Background: an optimization exercise with open tools, aiming at small area, a short achievable clock period and few clock cycles. Do not read the settings as production practice. In this exercise RTL edits were held to simulation tests only and were not proved equivalent to the original.

==> design.v <==
module lay_dpu (
    input  wire        clk,
    input  wire        rst,           
    input  wire        cmd_valid,
    output wire        cmd_ready,
    input  wire [5:0]  cmd_op,
    input  wire [1:0]  cmd_acc,       
    input  wire [1:0]  cmd_lanes,     
    input  wire [1:0]  cmd_part,      
    input  wire [2:0]  cmd_t,         
    input  wire        cmd_sat,
    input  wire        cmd_rnd,       
    input  wire        cmd_int,       
    input  wire        cmd_trk,       
    input  wire [23:0] cmd_a,
    input  wire [23:0] cmd_b,
    input  wire [23:0] cmd_c,
    input  wire [23:0] cmd_d,
    input  wire [23:0] cmd_e,
    output reg         rsp_valid,
    output reg  [23:0] rsp_data,
    output reg         rsp_annul,
    output wire [5:0]  rsp_flags,
    output wire [4:0]  rsp_bx
);
    localparam OP_NOP   = 6'd0,  OP_MOV   = 6'd1,  OP_ADD   = 6'd2,
               OP_SUB   = 6'd3,  OP_CMP   = 6'd4,  OP_NEG   = 6'd5,
               OP_ABS   = 6'd6,  OP_MIN   = 6'd7,  OP_MAX   = 6'd8,
               OP_AND   = 6'd9,  OP_OR    = 6'd10, OP_XOR   = 6'd11,
               OP_NOT   = 6'd12, OP_TST   = 6'd13, OP_SHL   = 6'd14,
               OP_SHR   = 6'd15, OP_SHRL  = 6'd16, OP_CLAMP = 6'd17,
               OP_LERP  = 6'd18, OP_TLU   = 6'd19, OP_SCALE = 6'd20,
               OP_SCALEA= 6'd21, OP_STA   = 6'd22, OP_LDA   = 6'd23,
               OP_RDP   = 6'd24, OP_WRP   = 6'd25, OP_CLRA  = 6'd26,
               OP_MPY   = 6'd27, OP_MAC   = 6'd28, OP_MSU   = 6'd29,
               OP_RDF   = 6'd30, OP_WRF   = 6'd31, OP_RDBX  = 6'd32,
               OP_BXCLR = 6'd33;
    localparam FC = 0, FV = 1, FN = 2, FZ = 3, FS = 4, FBV = 5;
    localparam signed [57:0] ACC_MAX = (58'sd1 <<< 54) - 58'sd1;
    localparam signed [57:0] ACC_MIN = -(58'sd1 <<< 54);
    reg [55:0] acc [0:3];
    reg [5:0]  f_q;
    reg [4:0]  bx_q;
    assign cmd_ready = 1'b1;
    assign rsp_flags = f_q;
    assign rsp_bx    = bx_q;
    wire go = cmd_valid & cmd_ready;
    wire signed [23:0] sa = cmd_a;
    wire signed [23:0] sb = cmd_b;
    wire signed [23:0] sc = cmd_c;
    wire [55:0] acc_n = acc[cmd_acc];
    function [25:0] sat24;           
        input signed [47:0] v;
        input               sat;
        reg over;
        begin
            over = (v > 48'sd8388607) || (v < -48'sd8388608);
            if (!over)
                sat24 = {2'b00, v[23:0]};
            else if (sat)
                sat24 = {2'b11, (v[47] ? 24'h800000 : 24'h7FFFFF)};
            else
                sat24 = {2'b10, v[23:0]};
        end
    endfunction
    function [4:0] rsb;
        input [23:0] v;
        integer k;
        reg stop;
        begin
            rsb = 5'd0;
            stop = 1'b0;
            for (k = 22; k >= 0; k = k - 1) begin
                if (!stop && v[k] == v[23])
                    rsb = rsb + 5'd1;
                else
                    stop = 1'b1;
            end
        end
    endfunction
    function [25:0] sta_conv;
        input [55:0] a;
        input        rnd;
        input        sat;
        input        intm;
        reg signed [56:0] v;
        reg over;
        begin
            if (intm) begin
                v = {a[55], a};
                over = (v > 57'sd8388607) || (v < -57'sd8388608);
                if (over && sat)
                    sta_conv = {2'b11, (v[56] ? 24'h800000 : 24'h7FFFFF)};
                else
                    sta_conv = {over, 1'b0, v[23:0]};
            end else begin
                v = $signed({a[55], a}) + (rnd ? 57'sd8388608 : 57'sd0);
                over = (v >= (57'sd1 <<< 47)) || (v < -(57'sd1 <<< 47));
                if (over && sat)
                    sta_conv = {2'b11, (v[56] ? 24'h800000 : 24'h7FFFFF)};
                else
                    sta_conv = {over, 1'b0, v[47:24]};
            end
        end
    endfunction
    wire signed [47:0] ea = {{24{cmd_a[23]}}, cmd_a};
    wire signed [47:0] eb = {{24{cmd_b[23]}}, cmd_b};
    wire signed [47:0] ec = {{24{cmd_c[23]}}, cmd_c};
    wire [24:0] usum = {1'b0, cmd_a} + {1'b0, cmd_b};
    wire        ult  = cmd_a < cmd_b;
    wire [4:0] cnt = (cmd_b[4:0] > 5'd24) ? 5'd24 : cmd_b[4:0];
    wire signed [47:0] shl_exact = ea <<< cnt;
    wire [23:0] shr_res  = sa >>> cnt;
    wire [23:0] shrl_res = cmd_a >> cnt;
    wire [47:0] shl_out  = {24'd0, cmd_a} >> (5'd24 - cnt);
    wire [47:0] shr_out  = ea >>> (cnt - 5'd1);
    wire [23:0] shrl_out = cmd_a >> (cnt - 5'd1);
    wire signed [23:0] clamp_lo  = (sc > sa) ? sc : sa;
    wire signed [23:0] clamp_res = (clamp_lo < sb) ? clamp_lo : sb;
    wire signed [24:0] lerp_diff = {cmd_a[23], cmd_a} - {cmd_c[23], cmd_c};
    wire signed [48:0] lerp_prod = lerp_diff * sb;
    wire signed [48:0] lerp_rnd  = lerp_prod + (cmd_rnd ? 49'sd4194304 : 49'sd0);
    wire signed [25:0] lerp_step = lerp_rnd >>> 23;
    wire signed [47:0] lerp_exact = ec + {{22{lerp_step[25]}}, lerp_step};
    wire [7:0] tlu_f = (cmd_int || cmd_a[23]) ? 8'd0 : cmd_a[14:7];
    wire signed [24:0] tlu_diff = {cmd_c[23], cmd_c} - {cmd_b[23], cmd_b};
    wire signed [33:0] tlu_prod = tlu_diff * $signed({1'b0, tlu_f});
    wire signed [33:0] tlu_rnd  = tlu_prod + (cmd_rnd ? 34'sd128 : 34'sd0);
    wire signed [25:0] tlu_step = tlu_rnd >>> 8;
    wire [23:0] tlu_res = cmd_b + tlu_step[23:0];
    wire signed [5:0] sh      = $signed({1'b0, bx_q}) - $signed({3'b000, cmd_t});
    wire [4:0]        sh_l    = sh[4:0];
    wire [2:0]        sh_r    = 3'd0 - sh[2:0];
    wire signed [47:0] scl_exact = ea <<< sh_l;
    wire [23:0]       scr_res = sa >>> sh_r;
    wire signed [79:0] sca_l = $signed({{24{acc_n[55]}}, acc_n}) <<< sh_l;
    wire signed [55:0] sca_r = $signed(acc_n) >>> sh_r;
    wire sca_hi = sca_l > $signed({{22{1'b0}}, ACC_MAX});
    wire sca_lo = sca_l < $signed({{22{1'b1}}, ACC_MIN});
    wire [23:0] run [0:3];
    assign run[0] = cmd_b;
    assign run[1] = cmd_c;
    assign run[2] = cmd_d;
    assign run[3] = cmd_e;
    wire [2:0] nlanes = (cmd_lanes == 2'd0) ? 3'd1 :
                        (cmd_lanes == 2'd1) ? 3'd2 : 3'd4;
    wire lanes_ok = (cmd_lanes == 2'd0) ||
                    (cmd_lanes == 2'd1 && !cmd_acc[0]) ||
                    (cmd_lanes == 2'd2 && cmd_acc == 2'd0);
    reg  [55:0] mul_res [0:3];
    reg  [3:0]  mul_hit;
    reg  signed [47:0] prod;
    reg  signed [48:0] p;
    reg  signed [57:0] msum;
    integer k;
    always @* begin
        for (k = 0; k < 4; k = k + 1) begin
            prod = sa * $signed(run[k]);
            p    = cmd_int ? {prod[47], prod} : {prod, 1'b0};
            case (cmd_op)
                OP_MAC:  msum = $signed({{2{acc[(cmd_acc + k) & 3][55]}}, acc[(cmd_acc + k) & 3]}) + p;
                OP_MSU:  msum = $signed({{2{acc[(cmd_acc + k) & 3][55]}}, acc[(cmd_acc + k) & 3]}) - p;
                default: msum = p;
            endcase
            if (msum > ACC_MAX) begin
                mul_res[k] = ACC_MAX[55:0];
                mul_hit[k] = 1'b1;
            end else if (msum < ACC_MIN) begin
                mul_res[k] = ACC_MIN[55:0];
                mul_hit[k] = 1'b1;
            end else begin
                mul_res[k] = msum[55:0];
                mul_hit[k] = 1'b0;
            end
        end
    end
    reg  [23:0] r;
    reg  [5:0]  f_n;
    reg  [4:0]  bx_n;
    reg         annul;
    reg  [55:0] acc_w [0:3];
    reg  [25:0] t26;
    reg  [55:0] pw;
    integer j;
    task set_zn;
        input [23:0] v;
        begin
            f_n[FZ] = (v == 24'd0);
            f_n[FN] = v[23];
        end
    endtask
    task set_vs;
        input [1:0] vs;
        begin
            f_n[FV] = vs[1];
            if (vs[0]) f_n[FS] = 1'b1;
        end
    endtask
    always @* begin
        r     = 24'd0;
        f_n   = f_q;
        bx_n  = bx_q;
        annul = 1'b0;
        t26   = 26'd0;
        pw    = acc_n;
        for (j = 0; j < 4; j = j + 1)
            acc_w[j] = acc[j];
        case (cmd_op)
            OP_NOP: ;
            OP_MOV: begin
                r = cmd_a;
                set_zn(r);
            end
            OP_ADD: begin
                t26 = sat24(ea + eb, cmd_sat);
                r = t26[23:0];
                set_vs(t26[25:24]);
                f_n[FC] = usum[24];
                set_zn(r);
            end
            OP_SUB: begin
                t26 = sat24(ea - eb, cmd_sat);
                r = t26[23:0];
                set_vs(t26[25:24]);
                f_n[FC] = ult;
                set_zn(r);
            end
            OP_CMP: begin
                t26 = sat24(ea - eb, 1'b0);
                f_n[FV] = t26[25];
                f_n[FC] = ult;
                set_zn(t26[23:0]);
            end
            OP_NEG, OP_ABS: begin
                if (cmd_op == OP_NEG || cmd_a[23])
                    t26 = sat24(-ea, cmd_sat);
                else
                    t26 = sat24(ea, cmd_sat);
                r = t26[23:0];
                set_vs(t26[25:24]);
                set_zn(r);
            end
            OP_MIN: begin
                r = (sa <= sb) ? cmd_a : cmd_b;
                set_zn(r);
            end
            OP_MAX: begin
                r = (sa >= sb) ? cmd_a : cmd_b;
                set_zn(r);
            end
            OP_AND, OP_OR, OP_XOR, OP_NOT, OP_TST: begin
                case (cmd_op)
                    OP_AND:  r = cmd_a & cmd_b;
                    OP_OR:   r = cmd_a | cmd_b;
                    OP_XOR:  r = cmd_a ^ cmd_b;
                    OP_NOT:  r = ~cmd_a;
                    default: r = cmd_a & cmd_b;
                endcase
                set_zn(r);
                f_n[FV] = 1'b0;
                if (cmd_op == OP_TST) r = 24'd0;
            end
            OP_SHL: begin
                t26 = sat24(shl_exact, cmd_sat);
                r = t26[23:0];
                set_vs(t26[25:24]);
                if (cnt != 5'd0) f_n[FC] = shl_out[0];
                set_zn(r);
            end
            OP_SHR: begin
                r = shr_res;
                f_n[FV] = 1'b0;
                if (cnt != 5'd0) f_n[FC] = shr_out[0];
                set_zn(r);
            end
            OP_SHRL: begin
                r = shrl_res;
                f_n[FV] = 1'b0;
                if (cnt != 5'd0) f_n[FC] = shrl_out[0];
                set_zn(r);
            end
            OP_CLAMP: begin
                r = clamp_res;
                f_n[FV] = 1'b0;
                f_n[FC] = (clamp_res != sc);
                set_zn(r);
            end
            OP_LERP: begin
                t26 = sat24(lerp_exact, cmd_sat);
                r = t26[23:0];
                set_vs(t26[25:24]);
                set_zn(r);
            end
            OP_TLU: begin
                r = tlu_res;
                set_zn(r);
            end
            OP_SCALE: begin
                if (!f_q[FBV]) begin
                    r = cmd_a;
                end else if (!sh[5]) begin
                    t26 = sat24(scl_exact, cmd_sat);
                    r = t26[23:0];
                    set_vs(t26[25:24]);
                    set_zn(r);
                end else begin
                    r = scr_res;
                    f_n[FV] = 1'b0;
                    set_zn(r);
                end
            end
            OP_SCALEA: begin
                if (f_q[FBV]) begin
                    if (!sh[5]) begin
                        if (sca_hi)      pw = ACC_MAX[55:0];
                        else if (sca_lo) pw = ACC_MIN[55:0];
                        else             pw = sca_l[55:0];
                        f_n[FV] = sca_hi | sca_lo;
                        if (sca_hi | sca_lo) f_n[FS] = 1'b1;
                    end else begin
                        pw = sca_r;
                        f_n[FV] = 1'b0;
                    end
                    f_n[FZ] = (pw == 56'd0);
                    f_n[FN] = pw[55];
                    acc_w[cmd_acc] = pw;
                end
            end
            OP_STA: begin
                t26 = sta_conv(acc_n, cmd_rnd, cmd_sat, cmd_int);
                r = t26[23:0];
                set_vs(t26[25:24]);
                set_zn(r);
                if (cmd_trk) begin
                    if (rsb(r) < bx_q) bx_n = rsb(r);
                    f_n[FBV] = 1'b1;
                end
            end
            OP_LDA: begin
                if (cmd_int)
                    acc_w[cmd_acc] = {{32{cmd_a[23]}}, cmd_a};
                else
                    acc_w[cmd_acc] = {{8{cmd_a[23]}}, cmd_a, 24'd0};
            end
            OP_RDP: begin
                case (cmd_part)
                    2'd0:    r = {{16{acc_n[55]}}, acc_n[55:48]};
                    2'd1:    r = acc_n[47:24];
                    2'd2:    r = acc_n[23:0];
                    default: annul = 1'b1;
                endcase
            end
            OP_WRP: begin
                case (cmd_part)
                    2'd0:    acc_w[cmd_acc] = {cmd_a[7:0], acc_n[47:0]};
                    2'd1:    acc_w[cmd_acc] = {{8{cmd_a[23]}}, cmd_a, 24'd0};
                    2'd2:    acc_w[cmd_acc] = {acc_n[55:24], cmd_a};
                    default: annul = 1'b1;
                endcase
            end
            OP_CLRA: begin
                for (j = 0; j < 4; j = j + 1)
                    if (cmd_a[j]) acc_w[j] = 56'd0;
            end
            OP_MPY, OP_MAC, OP_MSU: begin
                if (!lanes_ok) begin
                    annul = 1'b1;
                end else begin
                    for (j = 0; j < 4; j = j + 1)
                        if (j < nlanes)
                            acc_w[(cmd_acc + j) & 3] = mul_res[j];
                    f_n[FV] = |(mul_hit & ((4'd1 << nlanes) - 4'd1));
                    if (f_n[FV]) f_n[FS] = 1'b1;
                end
            end
            OP_RDF: r = {18'd0, f_q};
            OP_WRF: f_n = cmd_a[5:0];
            OP_RDBX: r = {19'd0, bx_q};
            OP_BXCLR: begin
                bx_n = 5'd23;
                f_n[FBV] = 1'b0;
            end
            default: annul = 1'b1;
        endcase
        if (annul) begin
            r    = 24'd0;
            f_n  = f_q;
            bx_n = bx_q;
            for (j = 0; j < 4; j = j + 1)
                acc_w[j] = acc[j];
        end
    end
    always @(posedge clk) begin
        if (rst) begin
            acc[0]    <= 56'd0;
            acc[1]    <= 56'd0;
            acc[2]    <= 56'd0;
            acc[3]    <= 56'd0;
            f_q       <= 6'd0;
            bx_q      <= 5'd23;
            rsp_valid <= 1'b0;
            rsp_data  <= 24'd0;
            rsp_annul <= 1'b0;
        end else begin
            rsp_valid <= go;
            if (go) begin
                acc[0]    <= acc_w[0];
                acc[1]    <= acc_w[1];
                acc[2]    <= acc_w[2];
                acc[3]    <= acc_w[3];
                f_q       <= f_n;
                bx_q      <= bx_n;
                rsp_data  <= r;
                rsp_annul <= annul;
            end
        end
    end
endmodule
==> run.sh <==
#!/bin/bash
# synth_recipe.tcl (not shown) runs the flow's synth.tcl, then flattens the netlist and writes it again
# the make line also repeats each setting of config.mk as NAME=value (left out here)
make -C /OpenROAD-flow-scripts/flow DESIGN_CONFIG=/design/flow/config.mk WORK_HOME=/design/flow/orfs CLKGATE_MAP_FILE= SYNTH_SCRIPT=/design/flow/synth_recipe.tcl finish
==> config.mk <==
export PLATFORM = sky130hd
export DESIGN_NAME = lay_dpu
export DESIGN_NICKNAME = lay_dpu
export VERILOG_FILES = /design/flow/design.v
export SDC_FILE = /design/flow/constraint.sdc
export NUM_CORES = 8
export LEC_CHECK = 0
export CAP_MARGIN = 20
export CORE_MARGIN = 2
export CORE_UTILIZATION = 30
export PLACE_DENSITY = 0.5
export SLEW_MARGIN = 20
==> constraint.sdc <==
create_clock -name core_clock -period 20.0 [get_ports {clk}]
set_input_delay 4.0000 -clock core_clock [delete_from_list [all_inputs] [get_ports {clk}]]
set_output_delay 4.0000 -clock core_clock [all_outputs]
set_load 0.01 [all_outputs]
==> metrics.md <==
| Metric | Value |
|---|---|
| DR WL/cell | 33.39 um |
| Root buffer cell | clkbuf_16 |
| Library cells used by synthesis | around 120 |
| Crit. End Element | flop |
| CTS sink cnt | between 200 and 300 |
| Cell count after synthesis | 24990 |
| Fmax | 52.42 MHz |
| Synthesized Nets | 29590 |
| Die Y | 805.5 um |
| Initial antenna violation count | 164 |
| Vias | 197300 |
| Hold Path Depth | 2 |
| Routed Antenna Nets | 0 |
| Yosys reg bits | approximately 260 |
| Critical path fanouts, max | 25 |
| IO Pins | 180 |
| Relative slew slack | 9.633% |
| Detailed placement HPWL | 877200 um |
| Synth Area in Adders | 41.46% |
| Max Buffers Root-to-Sink | 3 |
| Number of flops mapped to enable cells by yosys | 0 |
| WL final | 1117000 um |
| RR Endpoint | bx_q[0]$_SDFFE_PP1P_ |
| R2r worst-path depth | 74 |
| Final Hold Fails | 0 |
| Worst setup path category | in -> reg |
| Starting Density | a little under a third |
| Via/cell ratio | 5.899 |
| Worst reg-to-reg setup slack | about 4 ns |
| Worst EP required | 20.60 ns |
| Asr flop ratio synth | 0% |
| Final period utilization | around 95% |
| Die area | 648800 um^2 |
| Worst clock skew | 0.04762 ns |
| Syn-to-layout area delta | 9.775% |
| Synth Warn # | 4 |
| Post-place setup slack | -0.2949 ns |
| GRT Total Usage | 33.64% |
| Final min period | 19.08 ns |
| Nets | 29360 |
| # rows | 294 |
| Post-route cell area | 211600 um^2 |
| Post-Syn Area | 192700 um^2 |
| Synth Area in Compound Gates | between 10% and 20% |
| Crit-path slowest cell | mux4_2 |
| CP peak stage delay | 0.70 ns |
| Max-Cap Viols | 0 |
| Worst Hold Launch | rsp_annul$_SDFFE_PP0P_ |
| Arrival time worst endpoint | 19.68 ns |
| Pins Over Slew Limit | 0 |
| TritonCTS clock tree | done |
| Num CTS Buffers | 48 |
| Critical path startpoint category | primary input |
| Final RePlAce weighted congestion | roughly 1.1 |
| H-Tree Depth | 2 |
| Core ar. | ~640000 um^2 |
| Status | finished clean |
| Die width | 805.5 um |
| Vias in the first global route | between 150k and 200k |
| FF-to-FF Start | acc[0][23]$_SDFFE_PP0P_ |
| CTS clk-pin slew, worst paths | ~0.060 ns |
| Worst slew pin tran | 1.356 ns |
| Initial DRC Count | 23920 |
| Syn_area_per_cell | slightly below 8 um^2 |
| Hold EP | rsp_annul$_SDFFE_PP0P_ |
| Combinational family with the most area after synthesis | adder cells |
| Crit-path most repeated cell | ha_1 |
| Hold Slack | 0.4802 ns |
| Largest net degree at the start of global routing | 129 |
| Setup violations, final | 0 |
| Placed Area | 209600 um^2 |
| Synth Area in XOR/XNOR | 3.644% |
| Layout cell share with drive strength beyond 1 | 8.437% |
| Clk latency of the worst-skew pair | 0.77 ns |
| Sequential share of the synthesized area | 2.711% |
| Setup ws final | roughly 0.9 ns |
| Port buffer count | between 150 and 200 |
| Post-Synth Simple-Gate Area | 18.40% |
| First-pass iteration count of the detailed router | 7 |
| Hold Crit Class | reg -> reg |
| Primary FF master, synth | dfxtp_1 |
| Number of remaining DRC errors | 0 |
| Grt total ovfl | 0 |
| Hold Buf Count CTS | 0 |
| First-pass GRT wire length | between 1500000 and 2000000 um |
| Mux cell area share after synthesis | 4.996% |
-- area by class of cell --
type | instances | area [um^2]
clock inverter | 13 | 160.2
multi-input combinational | 19550 | 168900
clock buffer | 72 | 1461
timing repair buffer | 1406 | 11730
sequential | 261 | 5226
tap | 8584 | 10740
fill | 68590 | 428900
antenna | 71 | 177.7
inverter | 3497 | 13140
-- placed cells by master (no fill, tap or decap), types with 87 or more instances in the layout --
cell type	count
nor2_1	2063
nand2b_1	142
nand2_1	3414
o21a_1	142
mux2i_1	319
fa_1	3218
buf_4	1157
o22ai_1	245
o211ai_1	201
o221ai_1	96
or3_1	121
nor2b_1	113
nor4_1	124
a21oi_1	1703
nor3_1	370
a211oi_1	256
and2_1	674
clkdlybuf4s50_1	110
dfxtp_1	260
ha_1	1226
a21o_1	285
o21bai_1	96
a21boi_0	111
nand3_1	302
mux4_2	243
o21ai_0	1380
inv_1	3445
xor2_1	250
a31oi_1	242
nand4_1	124
o31ai_1	87
xnor2_1	518
and3_1	121
-- how the worst max path moves through the flow --
stage / start / end / slack [ns] / cells past startpoint
after floorplan: cmd_acc[1] / bx_q[0]$_SDFFE_PP1P_ / 0.76 / 84
after global placement: cmd_acc[1] / bx_q[0]$_SDFFE_PP1P_ / -0.66 / 76
after detailed placement: cmd_acc[1] / bx_q[0]$_SDFFE_PP1P_ / -0.29 / 74
after CTS: cmd_acc[1] / bx_q[0]$_SDFFE_PP1P_ / 0.44 / 74
after global routing: cmd_c[0] / rsp_data[10]$_SDFFE_PP0P_ / -0.005 / 78
final: cmd_acc[1] / bx_q[0]$_SDFFE_PP1P_ / 0.92 / 76
-- cells in the mapped netlist, types with 244 or more instances --
cell      instances  area (um^2)
o21ai_0        1400         7007
nand2_1        3427        12860
nand3_1         303         1516
nor2_1         2106         7905
inv_1          3466        13010
ha_1           1233        15430
xnor2_1         541         4738
xor2_1          252         2207
a21o_1          285         2140
a21oi_1        1713         8573
mux2i_1         324         3243
a31oi_1         244         1526
dfxtp_1         261         5225
a211oi_1        260         1952
and2_1          675         4223
nor3_1          382         1912
clkbuf_1       1411         5296
fa_1           3219        64440
o22ai_1         245         1533
-- kinds of logic after synthesis --
logic type / Yosys count
XOR/XNOR: 797
flip-flops: 261
adder cells (fa/ha/maj): 4455
buffers and inverters: 5182
AND/OR/NAND/NOR: 7935
AO/OA/AOI/OAI: 5712
other: 1
multiplexers: 648
-- through the flow --
step	utilization, %	TNS, ns	std cells
2_1_floorplan	-	0	24990
3_3_place_gp	32.71	-7.939	33290
3_5_place_dp	32.72	-1.472	33290
4_1_cts	32.97	0	33380
5_1_grt	33.01	-0.005050	33400
6_report	33.03	0	33450
-- what timing repair did --
item,in CTS,in global routing
resized for setup,0,32
setup buffers,0,2
setup endpoints to repair,0,33
-- routing by layer --
metal  wire (um)  global-route usage (%)
met3      121800                   9.668
met2      470000                   50.58
met4       95710                   22.41
met1      428900                   41.89
met5         709                       0
-- critical path, delay by kind of cell --
kind | cells | cell delay [ns]
XOR/XNOR | 1 | 0.25
buffers and inverters | 6 | 1.20
AND/OR/NAND/NOR | 27 | 4.35
adder cells (fa/ha/maj) | 14 | 3.97
multiplexers | 10 | 2.61
AO/OA/AOI/OAI | 18 | 3.14
-- sequential cells by signal, summed over array words and instances, names as in the netlist --
name,cells
acc,224
rsp_data,24
f_q,6
bx_q,5
rsp_annul,1
rsp_valid,1
Testbench counts, summed over its fixed seeds: cycles 8,008.

==> re-timing with driven ports <==
The flow's constraints put no driver on any port. The routed layout listed below was extracted and timed again, unchanged, in two steps.
Step 1, drivers: a clkbuf_16 drives clk and a buf_2 each remaining input, both assumed.
Step 2 moves the port delays by t, midway between the first and last clock arrival at a register: inputs arrive t later, outputs are due t later. That takes back most of the time a late clock gives input paths.
Three values: ideal ports, drivers, drivers and shift; two values: the first two.
t (ns): 0.839
setup slack, ns: 0.923 / 0.867 / 0.028
worst setup path at the end: input to register
worst register clock-pin slew, ns: 0.09 / 0.09
worst data-port slew with drivers (ns): 0.18
After both steps setup and hold are still met in this run. For this run, drivers alone change the setup slack by -0.056 ns; drivers and shift together by -0.895 ns.
